This design comes from an exercise in tuning for small area, a short achievable clock period and few clock cycles on the open sky130 flow, not from production work. Where RTL was checked, it was by simulation tests only, not by an equivalence proof against the original. Function not checked in run 3: the RTL went through the layout flow alone. Power figures rest on the tool's default switching activity, not on a simulated workload.

[design/flow/config.mk]
export PLATFORM = sky130hd
export DESIGN_NAME = cvu
export DESIGN_NICKNAME = cvu
export VERILOG_FILES = /design/flow/design.v
export SDC_FILE = /design/flow/constraint.sdc
export NUM_CORES = 4
export LEC_CHECK = 0
export CAP_MARGIN = 20
export CORE_MARGIN = 2
export CORE_UTILIZATION = 45
export SLEW_MARGIN = 20
[design/flow/constraint.sdc]
create_clock -name core_clock -period 25.0 [get_ports {clk}]
set_input_delay 5.0000 -clock core_clock [delete_from_list [all_inputs] [get_ports {clk}]]
set_output_delay 5.0000 -clock core_clock [all_outputs]
set_load 0.01 [all_outputs]
[design/flow/design.v]
module cvu (
    input  wire        clk,
    input  wire        rst,
    input  wire        req_valid,
    output wire        req_ready,
    input  wire        req_write,
    input  wire [5:0]  req_addr,     
    input  wire [31:0] req_wdata,
    output reg         rsp_valid,
    output reg  [31:0] rsp_rdata,
    output wire        irq
);
    localparam A_CFG      = 6'h00, A_CTRL    = 6'h01, A_STATUS  = 6'h02, A_ERRCNT  = 6'h03,
               A_POLY_LO  = 6'h04, A_POLY_HI = 6'h05, A_INIT_LO = 6'h06, A_INIT_HI = 6'h07,
               A_XOR_LO   = 6'h08, A_XOR_HI  = 6'h09,
               A_DATA8    = 6'h0C, A_DATA16  = 6'h0D, A_DATA32  = 6'h0E,
               A_RES_LO   = 6'h10, A_RES_HI  = 6'h11, A_ALIVERX = 6'h12, A_ALIVE   = 6'h13,
               A_RX_LO    = 6'h14, A_RX_HI   = 6'h15;
    integer i, k, c, u, v, bb, jj;
    reg        op_v;
    reg [5:0]  op_a;
    reg [31:0] op_d;          
    reg        half;          
    reg        rdy;
    reg        rs_pend;       
    reg        pal_pend;      
    reg        hw1, hw2;      
    reg        res_v;         
    reg [1:0]  alive_w;
    reg [5:0]  alive_step;
    reg        refout, refin;
    reg [6:0]  width;
    reg [63:0] poly, init, xorout;
    reg [63:0] crc;           
    reg [63:0] pal;           
    reg [63:0] res_q;         
    reg [31:0] hinv;          
    reg [31:0] rx_hi;
    reg [15:0] alive_rx;
    reg [15:0] alive;
    reg        alive_seen;
    reg [15:0] err_cnt;
    reg        st_match, st_mismatch, st_jump, st_repeat, st_cfg_err;
    reg [31:0] res_hi_latch;
    reg        rd_pend;
    reg [5:0]  rd_addr;
    reg        irq_q;
    assign irq       = irq_q;
    assign req_ready = rdy;
    wire        m64   = width[6] | (width[5] & (|width[4:0]));
    reg  [5:0]  shamt;        
    reg         rst_q;        
    reg         lat_pend;     
    wire [63:0] wmask = {64{1'b1}} >> shamt;
    wire is_d8   = op_a == A_DATA8;
    wire is_d32  = op_a == A_DATA32;
    wire is_data = (op_a[5:2] == 4'b0011) & (op_a[1:0] != 2'b11);
    wire is_chk  = op_a == A_RX_LO;
    wire cfg_ok  = (op_d[31:30] == 2'b00) &&
                   (op_d[6:0] >= 7'd3) && (op_d[6:0] <= 7'd64);
    wire is_pal  = (op_a == A_POLY_LO) | (op_a == A_POLY_HI) | ((op_a == A_CFG) & cfg_ok);
    wire is_rsi  = (op_a == A_INIT_LO) | (op_a == A_INIT_HI) | (op_a == A_XOR_LO) |
                   (op_a == A_XOR_HI) | ((op_a == A_CTRL) & op_d[0]);
    wire is_rst  = is_pal | is_rsi | is_chk;  
    wire stall   = (is_data & (pal_pend | rs_pend | hw1 | hw2)) | (is_chk & !res_v);
    wire first64 = is_d32 & m64 & !half;      
    wire op_run  = op_v & !stall;
    wire op_done = op_run & !(is_data & first64);
    wire do_data = op_run & is_data;
    wire rs_now  = rs_pend & !pal_pend;
    wire res_ld  = !pal_pend & !rs_pend;
    wire res_chg = op_run & (is_data | is_rst);
    wire wr_acc = req_valid & rdy & req_write;
    wire rd_acc = req_valid & rdy & !req_write;
    reg  [63:0] poly_n, init_n, xorout_n;
    reg  [6:0]  width_n;
    reg [63:0] crc_rev;
    always @(*) begin
        for (i = 0; i < 64; i = i + 1) crc_rev[i] = crc[63-i];
    end
    wire [63:0] sh_in  = pal_pend ? poly : (rs_pend ? init : crc_rev);
    wire [63:0] sh_out = sh_in << shamt;
    reg  [63:0] sh_rev;
    always @(*) begin
        for (i = 0; i < 64; i = i + 1) sh_rev[i] = sh_out[63-i];
    end
    wire [63:0] result = ((refout ? crc_rev : sh_rev) ^ xorout) & wmask;
    wire [63:0] xin = is_d8 ? {8'd0, crc[63:8]} : crc;
    wire [31:0] dd  = is_d8 ? {16'd0, op_d[7:0], 8'd0} :
                      op_d;    
    reg  [31:0] e;
    always @(*) begin
        for (k = 0; k < 32; k = k + 1)
            e[k] = xin[63-k] ^ dd[k];
    end
    reg [31:0] q;
    always @(*) begin
        for (k = 0; k < 32; k = k + 1) begin
            q[k] = e[k];
            for (c = 0; c < k; c = c + 1)
                q[k] = q[k] ^ (hinv[k-c] & e[c]);
        end
    end
    reg [63:32] up;
    always @(*) begin
        for (i = 32; i < 64; i = i + 1) begin
            up[i] = xin[i-16];
            for (k = 0; k < 16; k = k + 1)
                up[i] = up[i] ^ (q[k] & pal[i-15+k]);
        end
    end
    wire [15:0] ql = m64 ? q[15:0] : q[31:16];
    reg [31:0] lo;
    reg        pbit;
    always @(*) begin
        for (i = 0; i < 32; i = i + 1) begin
            if (m64) lo[i] = (i >= 16) ? xin[i-16] : 1'b0;
            else     lo[i] = (i >= 16) ? up[i+16] : 1'b0;
            for (k = 0; k < 16; k = k + 1) begin
                if (m64) pbit = (i - 15 + k >= 0) ? pal[(i-15+k) & 63] : 1'b0;
                else     pbit = pal[i+17+k];
                lo[i] = lo[i] ^ (ql[k] & pbit);
            end
        end
    end
    wire [63:0] step_out = m64 ? {up, lo[31:16], lo[15:8] ^ (is_d8 ? crc[7:0] : 8'd0), lo[7:0]} :
                           (is_d32 ? {lo, 32'd0} : {up, 32'd0});
    function [15:0] newton;
        input [15:0] h;
        input [15:0] a;
        integer x, y;
        reg [15:0] h2;
        begin
            h2 = 16'd0;
            for (x = 0; x < 8; x = x + 1) h2[2*x] = h[x];
            newton = 16'd0;
            for (x = 0; x < 16; x = x + 1)
                for (y = 0; y <= x; y = y + 1)
                    newton[x] = newton[x] ^ (h2[y] & a[x-y]);
        end
    endfunction
    reg [15:0] aser;
    always @(*) begin
        aser[0] = 1'b1;
        for (k = 1; k < 16; k = k + 1) aser[k] = pal[64-k];
    end
    wire [15:0] h2  = {14'd0, aser[1], 1'b1};
    wire [15:0] h4  = newton(h2, aser & 16'h000F) & 16'h000F;
    wire [15:0] h8  = newton(h4, aser & 16'h00FF) & 16'h00FF;
    wire [15:0] h16 = newton(h8, aser);
    reg [31:16] h32;
    always @(*) begin
        for (u = 16; u < 32; u = u + 1) begin
            h32[u] = 1'b0;
            for (v = 0; 2*v <= u && v < 16; v = v + 1)
                h32[u] = h32[u] ^ (hinv[v] & ((u - 2*v == 0) ? 1'b1 : pal[(64 - (u - 2*v)) & 63]));
        end
    end
    wire [63:0] rx_val    = {rx_hi, op_d};
    wire        chk_bad   = |((res_q ^ rx_val) & wmask);
    wire [15:0] amask     = (alive_w == 2'd1) ? 16'h000F :
                            (alive_w == 2'd2) ? 16'h00FF : 16'hFFFF;
    wire [15:0] arx       = alive_rx & amask;
    wire [15:0] adiff     = (arx - alive) & amask;
    wire [5:0]  astep     = (alive_step == 6'd0) ? 6'd1 : alive_step;
    wire        a_on      = (alive_w != 2'd0);
    wire        a_repeat  = a_on && alive_seen && (adiff == 16'd0);
    wire        a_jump    = a_on && alive_seen && (adiff > {10'd0, astep});
    wire [15:0] err_inc   = (err_cnt == 16'hFFFF) ? err_cnt : err_cnt + 16'd1;
    reg [1:0]  alive_w_n;
    reg [5:0]  alive_step_n;
    reg        refout_n, refin_n;
    reg [31:0] rx_hi_n;
    reg [15:0] alive_rx_n, alive_n, err_cnt_n;
    reg        alive_seen_n;
    reg        st_match_n, st_mismatch_n, st_jump_n, st_repeat_n, st_cfg_err_n;
    reg        a_clear;
    always @(*) begin
        alive_w_n = alive_w; alive_step_n = alive_step; refout_n = refout; refin_n = refin;
        width_n = width; poly_n = poly; init_n = init; xorout_n = xorout;
        rx_hi_n = rx_hi; alive_rx_n = alive_rx; alive_n = alive; err_cnt_n = err_cnt;
        alive_seen_n = alive_seen;
        st_match_n = st_match; st_mismatch_n = st_mismatch; st_jump_n = st_jump;
        st_repeat_n = st_repeat; st_cfg_err_n = st_cfg_err;
        a_clear = 1'b0;
        if (op_run) begin
            case (op_a)
                A_CFG: begin
                    if (cfg_ok) begin
                        alive_w_n    = op_d[23:22];
                        alive_step_n = op_d[21:16];
                        refout_n     = op_d[9];
                        refin_n      = op_d[8];
                        width_n      = op_d[6:0];
                        a_clear      = 1'b1;
                    end else begin
                        st_cfg_err_n = 1'b1;
                        err_cnt_n    = err_inc;
                    end
                end
                A_CTRL:    a_clear = op_d[1];
                A_STATUS: begin
                    if (op_d[1]) st_mismatch_n = 1'b0;
                    if (op_d[2]) st_jump_n     = 1'b0;
                    if (op_d[3]) st_repeat_n   = 1'b0;
                    if (op_d[4]) st_cfg_err_n  = 1'b0;
                end
                A_ERRCNT:  err_cnt_n = op_d[15:0];
                A_POLY_LO: begin poly_n[31:0]    = op_d; a_clear = 1'b1; end
                A_POLY_HI: begin poly_n[63:32]   = op_d; a_clear = 1'b1; end
                A_INIT_LO: begin init_n[31:0]    = op_d; a_clear = 1'b1; end
                A_INIT_HI: begin init_n[63:32]   = op_d; a_clear = 1'b1; end
                A_XOR_LO:  begin xorout_n[31:0]  = op_d; a_clear = 1'b1; end
                A_XOR_HI:  begin xorout_n[63:32] = op_d; a_clear = 1'b1; end
                A_ALIVERX: alive_rx_n = op_d[15:0];
                A_RX_HI:   rx_hi_n    = op_d;
                A_RX_LO: begin
                    if (chk_bad) begin
                        st_mismatch_n = 1'b1;
                        st_match_n    = 1'b0;
                        err_cnt_n     = err_inc;
                    end else if (a_repeat) begin
                        st_repeat_n   = 1'b1;
                        st_match_n    = 1'b0;
                        err_cnt_n     = err_inc;
                    end else begin
                        if (a_on) begin
                            alive_n      = arx;
                            alive_seen_n = 1'b1;
                        end
                        if (a_jump) begin
                            st_jump_n  = 1'b1;
                            st_match_n = 1'b0;
                            err_cnt_n  = err_inc;
                        end else begin
                            st_match_n = 1'b1;
                        end
                    end
                end
                default: ;
            endcase
            if (a_clear) begin
                alive_n      = 16'd0;
                alive_seen_n = 1'b0;
            end
        end
    end
    reg [31:0] wrev;
    always @(*) begin
        for (bb = 0; bb < 4; bb = bb + 1)
            for (jj = 0; jj < 8; jj = jj + 1)
                wrev[8*bb + jj] = req_wdata[8*bb + 7 - jj];
    end
    wire cap_rev = (req_addr[5:2] == 4'b0011) & !refin_n;
    wire       pal_pend_n = op_run & is_pal;
    wire       rs_pend_n  = (op_run & is_rst) | (rs_pend & pal_pend);
    wire       hw1_n      = pal_pend;
    wire       res_v_n    = res_ld & !res_chg & !rs_pend_n;
    wire       nv    = wr_acc | (op_v & !op_done);
    wire       nhalf = op_run & is_d32 & first64;
    wire       nm64  = width_n[6] | (width_n[5] & (|width_n[4:0]));
    wire       dblk  = pal_pend_n | rs_pend_n | hw1_n | hw1;
    wire       a_d   = (req_addr[5:2] == 4'b0011) & (req_addr[1:0] != 2'b11);
    wire       rdy_acc  = !(a_d & dblk) & !((req_addr == A_RX_LO) & !res_v_n) &
                          !((req_addr == A_DATA32) & nm64);
    wire       rdy_hold = !(op_v & !op_done) |
                          (!((is_data & dblk) | (is_chk & !res_v_n)) & !(is_d32 & nm64 & !nhalf));
    wire       rdy_n = (req_valid & req_write & rdy) ? rdy_acc : rdy_hold;
    always @(posedge clk) begin
        if (rst_q) begin
            op_v         <= 1'b0;
            half         <= 1'b0;
            rdy          <= 1'b1;
            rs_pend      <= 1'b0;
            pal_pend     <= 1'b0;
            res_v        <= 1'b0;
            hw1          <= 1'b0;
            hw2          <= 1'b0;
            alive_w      <= 2'd0;
            alive_step   <= 6'd1;
            refout       <= 1'b0;
            refin        <= 1'b0;
            width        <= 7'd32;
            shamt        <= 6'd32;
            poly         <= 64'd0;
            init         <= 64'd0;
            xorout       <= 64'd0;
            crc          <= 64'd0;
            pal          <= 64'd0;
            rx_hi        <= 32'd0;
            alive_rx     <= 16'd0;
            alive        <= 16'd0;
            alive_seen   <= 1'b0;
            err_cnt      <= 16'd0;
            st_match     <= 1'b0;
            st_mismatch  <= 1'b0;
            st_jump      <= 1'b0;
            st_repeat    <= 1'b0;
            st_cfg_err   <= 1'b0;
        end else begin
            op_v    <= nv;
            half    <= nhalf;
            rdy     <= rdy_n;
            rs_pend <= rs_pend_n;
            pal_pend <= pal_pend_n;
            res_v   <= res_v_n;
            hw1     <= hw1_n;
            hw2     <= hw1;
            alive_w <= alive_w_n; alive_step <= alive_step_n; refout <= refout_n; refin <= refin_n;
            width <= width_n;
            if (op_run & (op_a == A_CFG) & cfg_ok) shamt <= 6'd0 - op_d[5:0]; poly <= poly_n; init <= init_n; xorout <= xorout_n;
            rx_hi <= rx_hi_n; alive_rx <= alive_rx_n; alive <= alive_n; err_cnt <= err_cnt_n;
            alive_seen <= alive_seen_n;
            st_match <= st_match_n; st_mismatch <= st_mismatch_n; st_jump <= st_jump_n;
            st_repeat <= st_repeat_n; st_cfg_err <= st_cfg_err_n;
            if (pal_pend)     pal <= sh_out;
            if (rs_now)       crc <= sh_out;
            else if (do_data) crc <= step_out;
        end
    end
    always @(posedge clk) begin
        rst_q <= rst;
        if (rdy) begin
            op_a <= req_addr;
            op_d <= cap_rev ? wrev : req_wdata;
        end else if (op_run & first64) begin
            op_d <= {16'd0, op_d[31:16]};
        end
        hinv  <= {h32, h16};
        res_q <= result;
        irq_q <= st_cfg_err_n | st_repeat_n | st_jump_n | st_mismatch_n;
    end
    wire safe_op = (op_a == A_STATUS) || (op_a == A_ERRCNT) || (op_a == A_ALIVERX) ||
                   (op_a == A_RX_HI) || (op_a == 6'h0A) || (op_a == 6'h0B) || (op_a == 6'h0F) ||
                   (op_a >= 6'h16) || (op_a == A_RES_LO) || (op_a == A_RES_HI) ||
                   (op_a == A_ALIVE) || ((op_a == A_CTRL) & !op_d[0]) ||
                   ((op_a == A_CFG) & !cfg_ok);
    wire rd_res  = req_addr == A_RES_LO;
    wire res_ok  = res_v & !res_chg;
    wire slow_r  = (op_done & !safe_op) | !res_ok;                      
    wire slow_o  = op_done & !safe_op & !(is_chk | is_data);            
    wire rd_slow = rd_acc & (rd_res ? slow_r : slow_o);
    wire pend_go = rd_pend & ((rd_addr != A_RES_LO) | res_v);
    wire rd_go   = (rd_acc & !rd_slow) | pend_go;
    wire [5:0] ra = rd_pend ? rd_addr : req_addr;
    reg [31:0] rd_val;
    always @(*) begin
        case (ra)
            A_CFG:     rd_val = {8'd0, alive_w, alive_step, 6'd0, refout, refin, 1'b0, width};
            A_STATUS:  rd_val = {27'd0, st_cfg_err_n, st_repeat_n, st_jump_n, st_mismatch_n, st_match_n};
            A_ERRCNT:  rd_val = {16'd0, err_cnt_n};
            A_POLY_LO: rd_val = poly[31:0];
            A_POLY_HI: rd_val = poly[63:32];
            A_INIT_LO: rd_val = init[31:0];
            A_INIT_HI: rd_val = init[63:32];
            A_XOR_LO:  rd_val = xorout[31:0];
            A_XOR_HI:  rd_val = xorout[63:32];
            A_RES_LO:  rd_val = res_q[31:0];
            A_RES_HI:  rd_val = res_hi_latch;
            A_ALIVE:   rd_val = {16'd0, alive_n};
            default:   rd_val = 32'd0;
        endcase
        if (ra[5:2] == 4'b0001 || ra[5:1] == 5'b00100)
            rd_val = rd_val & (ra[0] ? wmask[63:32] : wmask[31:0]);
    end
    always @(posedge clk) begin
        rsp_rdata <= rd_val;
        if (!rd_pend) rd_addr <= req_addr;
    end
    always @(posedge clk) begin
        if (rst_q) begin
            rsp_valid    <= 1'b0;
            res_hi_latch <= 32'd0;
            rd_pend      <= 1'b0;
            lat_pend     <= 1'b0;
        end else begin
            rsp_valid <= rd_go;
            rd_pend   <= rd_slow | (rd_pend & !pend_go);
            lat_pend  <= rd_go & (ra == A_RES_LO);
            if (lat_pend)
                res_hi_latch <= res_q[63:32];
        end
    end
endmodule
[design/flow/flow/run.sh]
#!/bin/bash
# Standard layout with a larger setup margin for timing repair, so the repair
# steps shorten the critical paths below the clock period instead of stopping
# as soon as the (loose) clock period is met. Constraints are unchanged.
set -euo pipefail
M=$(cat flow/margin.txt)
bash standard.sh SETUP_SLACK_MARGIN=$M finish > standard.log 2>&1
[design/flow/flow/margin.txt]
18.5
[design/flow/standard.sh]
#!/bin/bash
# synth_recipe.tcl (not shown) runs the flow's synth.tcl, then flattens the netlist and writes it again
# the make line also repeats each setting of config.mk as NAME=value (left out here)
make -C /OpenROAD-flow-scripts/flow DESIGN_CONFIG=/design/flow/config.mk WORK_HOME=/design/flow/orfs CLKGATE_MAP_FILE= SYNTH_SCRIPT=/design/flow/synth_recipe.tcl "${@:-finish}"
==> results of run 1 <==
-- report_power, final --
part,internal [uW],switching (uW)
sequential,1040,16.1
clock,737,551
combinational,95.6,294
-- what timing repair did --
item                                    4_1_cts  5_1_grt
endpoints found under the setup margin      129       78
pin swaps                                    18       16
gates cloned                                  9        2
resized for setup                           153       40
buffers inserted                             46       32
-- sequential cells by signal, indices dropped and copies added (netlist names), 7 cells and up --
signal	flops
pal	64
xorout	64
alive_rx	16
width	7
crc	64
res_hi_latch	32
rsp_rdata	32
rx_hi	32
op_d	32
hinv	31
init	64
err_cnt	16
res_q	64
alive	16
poly	64
-- worst max-delay path by stage --
stage                start            end  cells after the start
2_1_floorplan  req_addr[5]   rsp_rdata[8]                      7
3_5_place_dp   req_addr[0]   rsp_rdata[0]                     13
3_3_place_gp   req_addr[0]   rsp_rdata[0]                     13
6_report           op_a[0]        crc[53]                     18
5_1_grt        req_addr[1]   rsp_rdata[4]                     11
4_1_cts        req_addr[0]  rsp_rdata[12]                     13
-- kinds of logic after synthesis --
family / count (synthesis) / synth area share (%)
muxes: 418 / 7.51
AOI/OAI and AO/OA: 1678 / 16.8
buffers and inverters: 903 / 5.82
adders and majority gates: 35 / 0.701
and+or+nand+nor: 3384 / 22.2
DFF: 645 / 21.2
xor gates and xnor gates: 1757 / 25.8
-- metrics by stage --
stage	util (%)	instances
floorplan	-	8820
global placement	47.0	10300
detailed placement	47.0	10300
CTS	49.8	10500
global route	50.2	10500
finish	50.2	10500
-- area by class of cell --
cell class / instances / area [um^2] / share of cell area [%]
multi-input cells: 7275 / 46700 / 67.0
flip-flops and latches: 645 / 13300 / 19.1
repair buffers: 458 / 4140 / 5.93
well taps: 1876 / 2350 / 3.36
clock buffers: 107 / 2250 / 3.22
clock inverters: 42 / 611 / 0.875
inverters: 89 / 347 / 0.497
diodes: 5 / 12.5 / 0.0179
-- synth_stat cells (all sizes together) (17+ instances only) --
library cell	count
or3	25
nor2	971
nand2	1811
o31ai	17
xor2	419
a21boi	25
edfxtp	38
nor4	29
and3	48
nand4	20
a21oi	621
o211ai	75
mux2i	366
xnor2	1286
clkbuf	559
a31oi	65
and2	43
a211oi	123
mux2	22
a22oi	65
nor3	78
ha	32
dfxtp	607
o211a	17
a22o	22
nor2b	51
o22ai	38
a221oi	71
mux4	30
a21o	18
o21ai	340
nand3	233
buf	255
inv	85
xnor3	52
nand2b	36
a32oi	38
-- critical path, delay by kind of cell (launching register included) --
family,cells,cell delay [ns]
buffers and inverters,2,0.74
AND/OR/NAND/NOR,4,1.34
multiplexers,1,0.19
XOR/XNOR,8,2.72
AO/OA/AOI/OAI,3,0.87
flip-flops,1,0.59
-- layer usage --
metal | vias up | GRT usage, % | wire [um]
li1 | 29000 | - | -
met5 | - | 0 | 14
met1 | 32000 | 58.7 | 128000
met4 | 2 | 28.0 | 26600
met3 | 1158 | 12.6 | 42600
met2 | 4971 | 63.3 | 133000
==> results.toml, run 1 <==
[status]
status = "no timing/DRC/antenna violations"

[detailed_routing]
wire_per_inst_um = 31.4
dr_total_vias = 67200
drc = 0
viasPerCell = 6.40
routed_wl_um = 330000
antenna_left = 0
dr.pass1.iters = 7
dr.first_iter.drc_count = 10600

[critical_path]
cp-start-kind = "flip-flop"
setup.worst_path.class = "reg2reg"
crit_top_cell = "xnor2_1"
max_stage_delay_ns = 0.67
path_cells = "or2_2 > buf_6 > o21ai_2 > and2_1 > a32oi_1 > xnor2_1 > xnor2_1 > xnor3_2 > mux2i_4 > buf_4 > nor2_1 > xor2_1 > xnor2_1 > xnor2_1 > xnor2_1 > xnor2_1 > nand2_1 > a21oi_1"
reg2reg_from = "op_a[0]"
crit_slowest_cell = "xnor3_2"
worst_setup_path_end_kind = "flip-flop"
worstPathRequired_ns = 25.64
crit_fanout = 50
r2r_cells = 18
ff2ff_setup_slack_ns = 18.40
arrival_ns = 7.24
rr_endpoint = "crc[53]"

[timing]
timing.final.crit_share_pct = 26.4
hold_violations = 0
setup_ws_ns = 18.40
hold_ws_ns = 0.467
maxSlewHeadroom_pct = 9.71
tns_ns = 0
rsz0062_at_grt = "yes"
finClkSkew_ns = 0.0257
worst_pin_slew_ns = 1.34
slew_violations = 0
fmax_ghz = 0.152
finalSetupViolCount = 0
period_needed_ns = 6.60

[logic_synthesis]
ys.flop_type = "dfxtp_1"
synth-async-reset-ratio_pct = 0
yosysTopAreaCellShare_pct = 19.3
synth_edf_count = 38
synth.area.top_cells = "dfxtp_1, xnor2_1, nand2_1"
avgSynthCellArea_um2 = 7.12
syn_inst = 8820
synth_warnings = 1
yosys.area.top_type = "dfxtp_1"
synth_cell_type_count = 103
syn_nets = 8895
ys_ff_latch = 645
ys_seq_area_share_pct = 21.2
syn_area_um2 = 62800

[clock_tree]
h-tree-depth = 3
clk_latency_ns = 0.72
cts.clk_slew.worst_paths_ns = 0.06
cts_tree = "yes"
ctsHoldBuffers = 0
clkSinkCount = 645
cts_root_buffer = "clkbuf_16"
numCtsBuffers = 81
clk_path_buf_depth = 3

[cells_and_area]
area_growth_syn_to_layout_pct = 11.1
layout-drive-gt1-share_pct = 9.25
layout_common_cells = "nand2_1, xnor2_1, nor2_1"
final_area_um2 = 69800
fillerInstances = 13800
nNetsFinal = 8625
final_common_cell = "nand2_1"

[global_routing]
grt_max_degree = 92
antenna_found_initial = 10
grt_pass1_vias = 60700
grt_pass1_wl_um = 460000
grt_usage_pct = 44.5
gr-total-overflow = 0

[power]
ir_drop_uv = 50.1
p_per_area_nw_per_um2 = 39.2
leakage_uw = 0.0224
power_uw = 2740

[floorplanning]
die_h_um = 378
rows = 137
die_w_um = 378
dieArea_um2 = 143000
design.portCount = 77
initial_utilization_pct = 45.2
core_um2 = 139000

[placement]
gp_congestion = 1.01
pre_cts_ws_ns = 16.28
place_area_um2 = 65300
portBuffers = 76
dp_hpwl_um = 227000

[hold_path]
min_to = "rx_hi[15]"
min_path_type = "reg2reg"
worst_hold_startpoint = "rx_hi[15]"
whs_path_depth = 2

[flow_run]
drv_cap = 0
Testbench counts, summed over its fixed seeds: cycles 47,925.
==> run 2: changes to the inputs <==
--- a/design/flow/design.v
+++ b/design/flow/design.v
@@ -47,15 +47,12 @@
     reg        irq_q;
     assign irq       = irq_q;
     assign req_ready = rdy;
-    wire        m64   = width[6] | (width[5] & (|width[4:0]));
+    reg         m64;          
     reg  [5:0]  shamt;        
     reg         rst_q;        
     reg         lat_pend;     
     wire [63:0] wmask = {64{1'b1}} >> shamt;
-    wire is_d8   = op_a == A_DATA8;
-    wire is_d32  = op_a == A_DATA32;
-    wire is_data = (op_a[5:2] == 4'b0011) & (op_a[1:0] != 2'b11);
-    wire is_chk  = op_a == A_RX_LO;
+    reg  is_d8, is_d32, is_data, is_chk;
     wire cfg_ok  = (op_d[31:30] == 2'b00) &&
                    (op_d[6:0] >= 7'd3) && (op_d[6:0] <= 7'd64);
     wire is_pal  = (op_a == A_POLY_LO) | (op_a == A_POLY_HI) | ((op_a == A_CFG) & cfg_ok);
@@ -281,6 +278,7 @@
             refout       <= 1'b0;
             refin        <= 1'b0;
             width        <= 7'd32;
+            m64          <= 1'b0;
             shamt        <= 6'd32;
             poly         <= 64'd0;
             init         <= 64'd0;
@@ -308,6 +306,7 @@
             hw2     <= hw1;
             alive_w <= alive_w_n; alive_step <= alive_step_n; refout <= refout_n; refin <= refin_n;
             width <= width_n;
+            m64   <= nm64;
             if (op_run & (op_a == A_CFG) & cfg_ok) shamt <= 6'd0 - op_d[5:0]; poly <= poly_n; init <= init_n; xorout <= xorout_n;
             rx_hi <= rx_hi_n; alive_rx <= alive_rx_n; alive <= alive_n; err_cnt <= err_cnt_n;
             alive_seen <= alive_seen_n;
@@ -321,7 +320,11 @@
     always @(posedge clk) begin
         rst_q <= rst;
         if (rdy) begin
-            op_a <= req_addr;
+            op_a    <= req_addr;
+            is_d8   <= req_addr == A_DATA8;
+            is_d32  <= req_addr == A_DATA32;
+            is_data <= a_d;
+            is_chk  <= req_addr == A_RX_LO;
             op_d <= cap_rev ? wrev : req_wdata;
         end else if (op_run & first64) begin
             op_d <= {16'd0, op_d[31:16]};
==> run 2 against run 1 <==
  * Still clean on timing, DRC and antenna
  * Synthesized cell count fell by 1.1%
  * Total power is 1.3% lower
  * Register-to-register slack improved by 0.09 ns
  * Maximum frequency grew 1.3%
  * Die area grew 0.10%
  * Sequential power about the same
  * Wire length decreased by 1.2%
  * First-iteration DRC count decreased by 7.2%
  * Clock power down 5%
  * Highest routed layer unchanged
==> results.toml, run 2 <==
[status]
status = "no timing/DRC/antenna violations"

[critical_path]
crit_top_cell = "nor2_1"
max_stage_delay_ns = 0.83
path_cells = "inv_2 > buf_4 > nand2_1 > nor2_1 > nand2_1 > o22ai_1 > a221oi_1 > nand4_1 > or4_1 > nor2_1 > nand3_1 > a31oi_1 > o21ai_0 > nor2_1 > a221o_1"
crit_fanout = 51
worst_setup_path_end_kind = "flip-flop"
arrival_ns = 7.14
cp-start-kind = "flip-flop"
crit_start = "shamt[3]"
ff2ff_setup_slack_ns = 18.49
worstPathRequired_ns = 25.63
rr_endpoint = "rsp_rdata[8]"
r2r_cells = 15
crit_slowest_cell = "nor2_1"
reg2reg_from = "shamt[3]"
setup.worst_path.class = "reg2reg"

[detailed_routing]
viasPerCell = 6.29
dr_total_vias = 65500
antenna_left = 0
routed_wl_um = 326000
wire_per_inst_um = 31.3
drc = 0
dr.pass1.iters = 9
dr.first_iter.drc_count = 9866

[floorplanning]
core_um2 = 139000
dieArea_um2 = 143000
design.portCount = 77
die_w_um = 378
die_h_um = 378
rows = 137
initial_utilization_pct = 45.2

[timing]
hold_ws_ns = 0.467
slew_violations = 0
fmax_ghz = 0.154
hold_violations = 0
tns_ns = 0
maxSlewHeadroom_pct = 12.4
worst_pin_slew_ns = 1.31
finalSetupViolCount = 0
period_needed_ns = 6.51
timing.final.crit_share_pct = 26.0
rsz0062_at_grt = "yes"
finClkSkew_ns = 0.0757
setup_ws_ns = 18.49

[cells_and_area]
layout-drive-gt1-share_pct = 8.05
final_common_cell = "nand2_1"
multi_input_area_um2 = 46600
layout_common_cells = "nand2_1, xnor2_1, nor2_1"
area_growth_syn_to_layout_pct = 10.2
regArea_um2 = 13500
nNetsFinal = 8552
fillerInstances = 13900

[logic_synthesis]
synth_warnings = 1
synth.area.top_cells = "dfxtp_1, xnor2_1, nand2_1"
yosysMostFrequentCell = "nand2_1"
syn_nets = 8802
yosys.area.top_type = "dfxtp_1"
ys.flop_type = "dfxtp_1"
avgSynthCellArea_um2 = 7.21
syn_area_um2 = 62900
ys_seq_area_share_pct = 21.4
synth_commonest_cells = "nand2_1, xnor2_1, nor2_1"
yosysTopAreaCellShare_pct = 19.4
syn_inst = 8727
synth_cell_type_count = 93
ys_ff_latch = 650
synth-async-reset-ratio_pct = 0
synth_edf_count = 42

[hold_path]
min_to = "rx_hi[25]"
min_path_type = "reg2reg"
worst_hold_startpoint = "rx_hi[25]"
whs_path_depth = 2

[power]
p_per_area_nw_per_um2 = 39.0
leakage_uw = 0.0233
ir_drop_uv = 48.3

[clock_tree]
cts_root_buffer = "clkbuf_16"
ctsHoldBuffers = 0
cts.clk_slew.worst_paths_ns = 0.07
clk_latency_ns = 0.74
clk_path_buf_depth = 3
numCtsBuffers = 78
clkSinkCount = 650
cts_tree = "yes"
h-tree-depth = 3

[global_routing]
grt_pass1_wl_um = 455000
use_met3_pct = 11.9
antenna_found_initial = 7
grt_util_met2_pct = 64.4
use_met1_pct = 55.6
grt_max_degree = 169
grt_usage_pct = 44.2
grt_pass1_vias = 59700
gr-total-overflow = 0
top_usage_layer = "met2"

[flow_run]
drv_cap = 0

[placement]
pre_cts_ws_ns = 15.96
gp_congestion = 1.05
dp_hpwl_um = 226000
portBuffers = 76
run 2: changes by cell type after synthesis, moves of 61 or more:
| cell | before | now |
|---|---|---|
| xnor3_1 | 48 | 117 |
| nand3_1 | 232 | 137 |
| o211ai_1 | 75 | 136 |
| nand2_1 | 1811 | 2032 |
| nor2_1 | 967 | 859 |
| clkbuf_1 | 559 | 498 |
| xor2_1 | 419 | 358 |
run 2: timing repair:
item | CTS | global route
resized for setup | 144 | 46
setup buffers | 33 | 22
pin swaps | 16 | 11
endpoints found under the setup margin | 141 | 80
cloned | 9 | 1
run 2: how the worst max path moves through the flow:
stage                         end  cells after the start
floorplan            rsp_rdata[4]                     12
global placement    rsp_rdata[11]                     11
detailed placement   rsp_rdata[4]                     14
CTS                  rsp_rdata[4]                     13
global route                  rdy                      8
finish               rsp_rdata[8]                     15
run 2: stage by stage:
stage	power [uW]	instances	util, %	cell area (um^2)
after global routing	2740	10400	49.8	69300
after global placement	1470	10200	46.9	65300
after CTS	2680	10400	49.5	68900
after detailed placement	1470	10200	47.0	65400
final	2700	10400	49.8	69300
after floorplan	1280	8727	-	63100
run 2: cells by family (layout without fill, tap and decap cells):
group / count (synthesis) / after routing / share of synthesized area, %
xor+xnor: 1735 / 1735 / 27.1
buf+inv: 851 / 665 / 5.47
compound gates: 1642 / 1642 / 16.4
mux: 436 / 436 / 7.20
simple gates: 3378 / 3379 / 21.8
flops: 650 / 650 / 21.4
other cells: 0 / 4 / 0
fa+ha+maj: 35 / 35 / 0.700
run 2: final cells by class:
cell class	count	area share, %
well taps	1876	3.39
multi-input cells	7227	67.3
diodes	4	0.0144
flip-flops and latches	650	19.5
inverters	108	0.628
clock inverters	33	0.642
repair buffers	412	5.38
clock buffers	112	3.22
run 2: per-layer routing:
metal / wire, um / part of all wire [%]
met5: 53 / 0.016
met4: 30200 / 9.3
met3: 40400 / 12
met2: 133000 / 41
met1: 122000 / 37
run 2: worst max-delay path, delay by kind of cell, from the launching register on:
family	cells	cell delay [ns]
flip-flops	1	0.32
buffers and inverters	2	0.88
AO/OA/AOI/OAI	5	1.83
AND/OR/NAND/NOR	8	3.31
run 2: report_power, final:
| group | leakage (uW) | switching [uW] | internal (uW) |
|---|---|---|---|
| Combinational | 0.0166 | 315 | 101 |
| Sequential | 0.00536 | 13.4 | 1050 |
| Clock | 0.00130 | 534 | 684 |
Testbench counts of run 2, summed over its fixed seeds: cycles 47,925.
==> run 3: changes to the inputs <==
--- a/design/flow/design.v
+++ b/design/flow/design.v
@@ -47,12 +47,13 @@
     reg        irq_q;
     assign irq       = irq_q;
     assign req_ready = rdy;
-    reg         m64;          
-    reg  [5:0]  shamt;        
-    reg         rst_q;        
-    reg         lat_pend;     
+    wire        m64   = width[6] | (width[5] & (|width[4:0]));
+    wire [5:0]  shamt = 6'd0 - width[5:0];    
     wire [63:0] wmask = {64{1'b1}} >> shamt;
-    reg  is_d8, is_d32, is_data, is_chk;
+    wire is_d8   = op_a == A_DATA8;
+    wire is_d32  = op_a == A_DATA32;
+    wire is_data = (op_a[5:2] == 4'b0011) & (op_a[1:0] != 2'b11);
+    wire is_chk  = op_a == A_RX_LO;
     wire cfg_ok  = (op_d[31:30] == 2'b00) &&
                    (op_d[6:0] >= 7'd3) && (op_d[6:0] <= 7'd64);
     wire is_pal  = (op_a == A_POLY_LO) | (op_a == A_POLY_HI) | ((op_a == A_CFG) & cfg_ok);
@@ -84,7 +85,7 @@
     wire [63:0] result = ((refout ? crc_rev : sh_rev) ^ xorout) & wmask;
     wire [63:0] xin = is_d8 ? {8'd0, crc[63:8]} : crc;
     wire [31:0] dd  = is_d8 ? {16'd0, op_d[7:0], 8'd0} :
-                      op_d;    
+                      (half ? {16'd0, op_d[31:16]} : op_d);
     reg  [31:0] e;
     always @(*) begin
         for (k = 0; k < 32; k = k + 1)
@@ -254,17 +255,14 @@
     wire       hw1_n      = pal_pend;
     wire       res_v_n    = res_ld & !res_chg & !rs_pend_n;
     wire       nv    = wr_acc | (op_v & !op_done);
+    wire [5:0] na    = wr_acc ? req_addr : op_a;
     wire       nhalf = op_run & is_d32 & first64;
     wire       nm64  = width_n[6] | (width_n[5] & (|width_n[4:0]));
-    wire       dblk  = pal_pend_n | rs_pend_n | hw1_n | hw1;
-    wire       a_d   = (req_addr[5:2] == 4'b0011) & (req_addr[1:0] != 2'b11);
-    wire       rdy_acc  = !(a_d & dblk) & !((req_addr == A_RX_LO) & !res_v_n) &
-                          !((req_addr == A_DATA32) & nm64);
-    wire       rdy_hold = !(op_v & !op_done) |
-                          (!((is_data & dblk) | (is_chk & !res_v_n)) & !(is_d32 & nm64 & !nhalf));
-    wire       rdy_n = (req_valid & req_write & rdy) ? rdy_acc : rdy_hold;
+    wire       nd    = (na[5:2] == 4'b0011) & (na[1:0] != 2'b11);
+    wire       nstall = (nd & (pal_pend_n | rs_pend_n | hw1_n | hw1)) | ((na == A_RX_LO) & !res_v_n);
+    wire       rdy_n = !nv | (!nstall & !((na == A_DATA32) & nm64 & !nhalf));
     always @(posedge clk) begin
-        if (rst_q) begin
+        if (rst) begin
             op_v         <= 1'b0;
             half         <= 1'b0;
             rdy          <= 1'b1;
@@ -278,8 +276,6 @@
             refout       <= 1'b0;
             refin        <= 1'b0;
             width        <= 7'd32;
-            m64          <= 1'b0;
-            shamt        <= 6'd32;
             poly         <= 64'd0;
             init         <= 64'd0;
             xorout       <= 64'd0;
@@ -305,9 +301,7 @@
             hw1     <= hw1_n;
             hw2     <= hw1;
             alive_w <= alive_w_n; alive_step <= alive_step_n; refout <= refout_n; refin <= refin_n;
-            width <= width_n;
-            m64   <= nm64;
-            if (op_run & (op_a == A_CFG) & cfg_ok) shamt <= 6'd0 - op_d[5:0]; poly <= poly_n; init <= init_n; xorout <= xorout_n;
+            width <= width_n; poly <= poly_n; init <= init_n; xorout <= xorout_n;
             rx_hi <= rx_hi_n; alive_rx <= alive_rx_n; alive <= alive_n; err_cnt <= err_cnt_n;
             alive_seen <= alive_seen_n;
             st_match <= st_match_n; st_mismatch <= st_mismatch_n; st_jump <= st_jump_n;
@@ -318,16 +312,9 @@
         end
     end
     always @(posedge clk) begin
-        rst_q <= rst;
         if (rdy) begin
-            op_a    <= req_addr;
-            is_d8   <= req_addr == A_DATA8;
-            is_d32  <= req_addr == A_DATA32;
-            is_data <= a_d;
-            is_chk  <= req_addr == A_RX_LO;
+            op_a <= req_addr;
             op_d <= cap_rev ? wrev : req_wdata;
-        end else if (op_run & first64) begin
-            op_d <= {16'd0, op_d[31:16]};
         end
         hinv  <= {h32, h16};
         res_q <= result;
@@ -340,9 +327,7 @@
                    ((op_a == A_CFG) & !cfg_ok);
     wire rd_res  = req_addr == A_RES_LO;
     wire res_ok  = res_v & !res_chg;
-    wire slow_r  = (op_done & !safe_op) | !res_ok;                      
-    wire slow_o  = op_done & !safe_op & !(is_chk | is_data);            
-    wire rd_slow = rd_acc & (rd_res ? slow_r : slow_o);
+    wire rd_slow = rd_acc & ((op_done & !safe_op & !((is_chk | is_data) & !rd_res)) | (rd_res & !res_ok));
     wire pend_go = rd_pend & ((rd_addr != A_RES_LO) | res_v);
     wire rd_go   = (rd_acc & !rd_slow) | pend_go;
     wire [5:0] ra = rd_pend ? rd_addr : req_addr;
@@ -371,16 +356,14 @@
         if (!rd_pend) rd_addr <= req_addr;
     end
     always @(posedge clk) begin
-        if (rst_q) begin
+        if (rst) begin
             rsp_valid    <= 1'b0;
             res_hi_latch <= 32'd0;
             rd_pend      <= 1'b0;
-            lat_pend     <= 1'b0;
         end else begin
             rsp_valid <= rd_go;
             rd_pend   <= rd_slow | (rd_pend & !pend_go);
-            lat_pend  <= rd_go & (ra == A_RES_LO);
-            if (lat_pend)
+            if (rd_go && ra == A_RES_LO)
                 res_hi_latch <= res_q[63:32];
         end
     end
==> run 3 against run 2 <==
  * Critical path depth down 2
  * Clock-buffer cell count down 5
  * Area after synthesis up 1.8%
  * Hold slack worse by 0.0087 ns
  * Synthesized cell count up 0.80%
  * Maximum frequency down 5.0%
  * Cell count up 0.55%
  * Largest power group unchanged
==> results.toml, run 3 <==
[power]
clkPwrFrac_pct = 46.3
leakage_uw = 0.0256
combPwrFrac_pct = 14.7
power.internal_uw = 1840
seqPwrFrac_pct = 39.0
p_sw_share_pct = 31.1
power_uw = 2670
ir_drop_uv = 49.8
p_sw_uw = 828
p_per_area_nw_per_um2 = 37.5

[status]
status = "no timing/DRC/antenna violations"

[global_routing]
grt_pass1_wl_um = 468000
grt_max_degree = 143
antenna_found_initial = 14
grt_pass1_vias = 62400
grt_usage_pct = 43.9
gr-total-overflow = 0

[timing]
timing.final.crit_share_pct = 27.4
slew_violations = 0
hold_violations = 0
finalSetupViolCount = 0
tns_ns = 0
finClkSkew_ns = 0.0796
worst_pin_slew_ns = 1.37
fmax_ghz = 0.146
rsz0062_at_grt = "yes"
maxSlewHeadroom_pct = 8.48
period_needed_ns = 6.85

[flow_run]
drv_cap = 0

[logic_synthesis]
synth_warnings = 1
synth_top_family_by_area = "XOR/XNOR gates"
yosys.area_share.simple_pct = 21.2
syn_area_um2 = 64000
synth_commonest_cells = "nand2_1, xnor2_1, nor2_1"
synth.area.top_cells = "dfxtp_1, xnor2_1, nand2_1"
synth_cell_type_count = 102
yosysTopAreaCellShare_pct = 18.7
ys.flop_type = "dfxtp_1"
synth_compound_area_share_pct = 17.5
yosysMostFrequentCell = "nand2_1"
avgSynthCellArea_um2 = 7.28
syn_nets = 8875
syn_inst = 8797
ys_seq_area_share_pct = 20.5
synthAdderAreaFrac_pct = 0.715
synth_edf_count = 38
synth_xor_area_share_pct = 27.0
synth.area.mux_share_pct = 7.37
synth-async-reset-ratio_pct = 0
ys_ff_latch = 637
yosys.area.top_type = "dfxtp_1"

[floorplanning]
die_h_um = 381
dieArea_um2 = 145000
initial_utilization_pct = 45.3
design.portCount = 77
rows = 138
die_w_um = 381
core_um2 = 141000

[detailed_routing]
dr.pass1.iters = 8
dr_total_vias = 68200
antenna_left = 0
viasPerCell = 6.51
routed_wl_um = 334000
wire_per_inst_um = 31.9
dr.first_iter.drc_count = 10900
drc = 0

[clock_tree]
h-tree-depth = 3
clk_latency_ns = 0.73
cts.clk_slew.worst_paths_ns = 0.06
clkSinkCount = 637
ctsHoldBuffers = 0
cts_tree = "yes"
numCtsBuffers = 78
cts_root_buffer = "clkbuf_16"
clk_path_buf_depth = 3

[placement]
portBuffers = 76
dp_hpwl_um = 231000
gp_congestion = 1.04

[hold_path]
whs_path_depth = 1
min_path_type = "reg2reg"

[cells_and_area]
layout-drive-gt1-share_pct = 9.36
fillerInstances = 13900
nNetsFinal = 8601
area_growth_syn_to_layout_pct = 10.9
final_common_cell = "nand2_1"
layout_common_cells = "nand2_1, xnor2_1, nor2_1"

[critical_path]
crit_slowest_cell = "or4b_4"
crit_fanout = 8
crit_top_cell = "buf_12"
max_stage_delay_ns = 0.53
setup.worst_path.class = "in2reg"
r2r_cells = 19
cp_num_buf_inv = 3
critPathTopFamily = "simple AND/OR/NAND/NOR gates"
worst_setup_path_end_kind = "flip-flop"
cp-start-kind = "primary input"
path_cells = "buf_12 > or4b_4 > or3_4 > o21ai_2 > nand2_1 > nor4_2 > a21oi_1 > a22o_1 > nand2_4 > buf_12 > buf_16 > mux2i_1 > nor2_1"
arrival_ns = 7.44
worstPathRequired_ns = 25.59
crit_cells = 13
-- run 3: cell types whose count changed after synthesis, sizes merged, moves of 33 or more --
cell and delta:
and3 +41, a21oi +37, clkbuf +39, xnor3 +33
xnor2 -47, a32oi +60, nand2 -89
-- run 3: layer usage --
metal | vias up | wire length (um) | global-route usage, %
li1 | 29100 | - | -
met1 | 32400 | 121000 | 54.8
met2 | 5378 | 136000 | 63.6
met3 | 1361 | 46200 | 14.0
met4 | 18 | 30200 | 30.9
met5 | - | 149 | 0
-- run 3: layout make-up --
class                      count  area (um^2)  area share [%]
timing repair buffer         445         3900            5.48
inverter                      99          388           0.546
tap                         1890         2360            3.33
sequential                   637        13200            18.5
multi-input combinational   7262        48500            68.2
clock buffer                 107         2210            3.11
clock inverter                36          549           0.773
antenna                        3         7.51          0.0106
-- run 3: cell families after synthesis --
family | count (synthesis)
simple gates | 3323
compound gates | 1737
xor+xnor | 1709
buf+inv | 901
flops | 637
mux | 454
fa+ha+maj | 36
-- run 3: what timing repair did --
action | in CTS | in global routing
hold endpoints to repair | 0 | 0
endpoints found under the setup margin | 278 | 110
resized for setup | 167 | 65
setup buffers | 37 | 26
gates cloned | 5 | 2
pin swaps | 16 | 10
-- run 3: path summary, 6_finish.rpt --
path	start	slack, ns	endpoint
max reg2reg	op_a[1]	18.41	crc[30]
min	alive_seen	0.46	alive_seen
max	req_addr[0]	18.15	res_hi_latch[16]
min reg2reg	alive_seen	0.46	alive_seen
-- run 3: power by group through the flow --
| stage | clock network [uW] | logic [uW] | registers, uW |
|---|---|---|---|
| final | 1230 | 392 | 1040 |
| after CTS | 1240 | 358 | 1040 |
| after global routing | 1270 | 387 | 1040 |
| after global placement | 0 | 344 | 1060 |
| after detailed placement | 0 | 345 | 1060 |
| after floorplan | 0 | 190 | 1060 |
-- run 3: metrics by stage --
step           setup WS (ns)  instance area, um^2  util, %  instances  hold WS, ns
3_5_place_dp           16.43                66900     47.3      10300        0.447
6_report               18.15                71000     50.2      10500        0.459
2_1_floorplan          17.75                64500        -       8797        0.433
5_1_grt                18.07                71000     50.2      10500        0.484
4_1_cts                18.20                70500     49.9      10400        0.462
3_3_place_gp           16.44                66900     47.3      10300        0.441

-- afterwards: timing with drivers on the ports --
Ports are ideal in the flow. The routed layouts listed here were re-timed in OpenROAD. Step 1 (the two cells are an assumption about what drives the block):
set clk [get_ports {clk}]
set_driving_cell -lib_cell sky130_fd_sc_hd__clkbuf_16 $clk
set_driving_cell -lib_cell sky130_fd_sc_hd__buf_2 [delete_from_list [all_inputs] $clk]
Step 2 moves the port delays by t, midway between the first and last clock arrival at a register: inputs arrive t later, outputs are due t later. That takes back most of the time a late clock gives input paths. Three values: ideal ports, drivers, drivers and shift; two values: the first two.
run	t (ns)	setup WS [ns]	worst data-port slew with drivers (ns)
run 1	0.798	18.402 / 18.402 / 17.661	0.09
run 2	0.779	18.488 / 18.436 / 17.741	0.07
run 3	0.782	18.145 / 18.182 / 17.400	0.07
After both steps setup and hold are still met in every run listed. The setup slack of run 2, which loses most, moves by -0.052 ns with the drivers and by -0.747 ns with both steps.
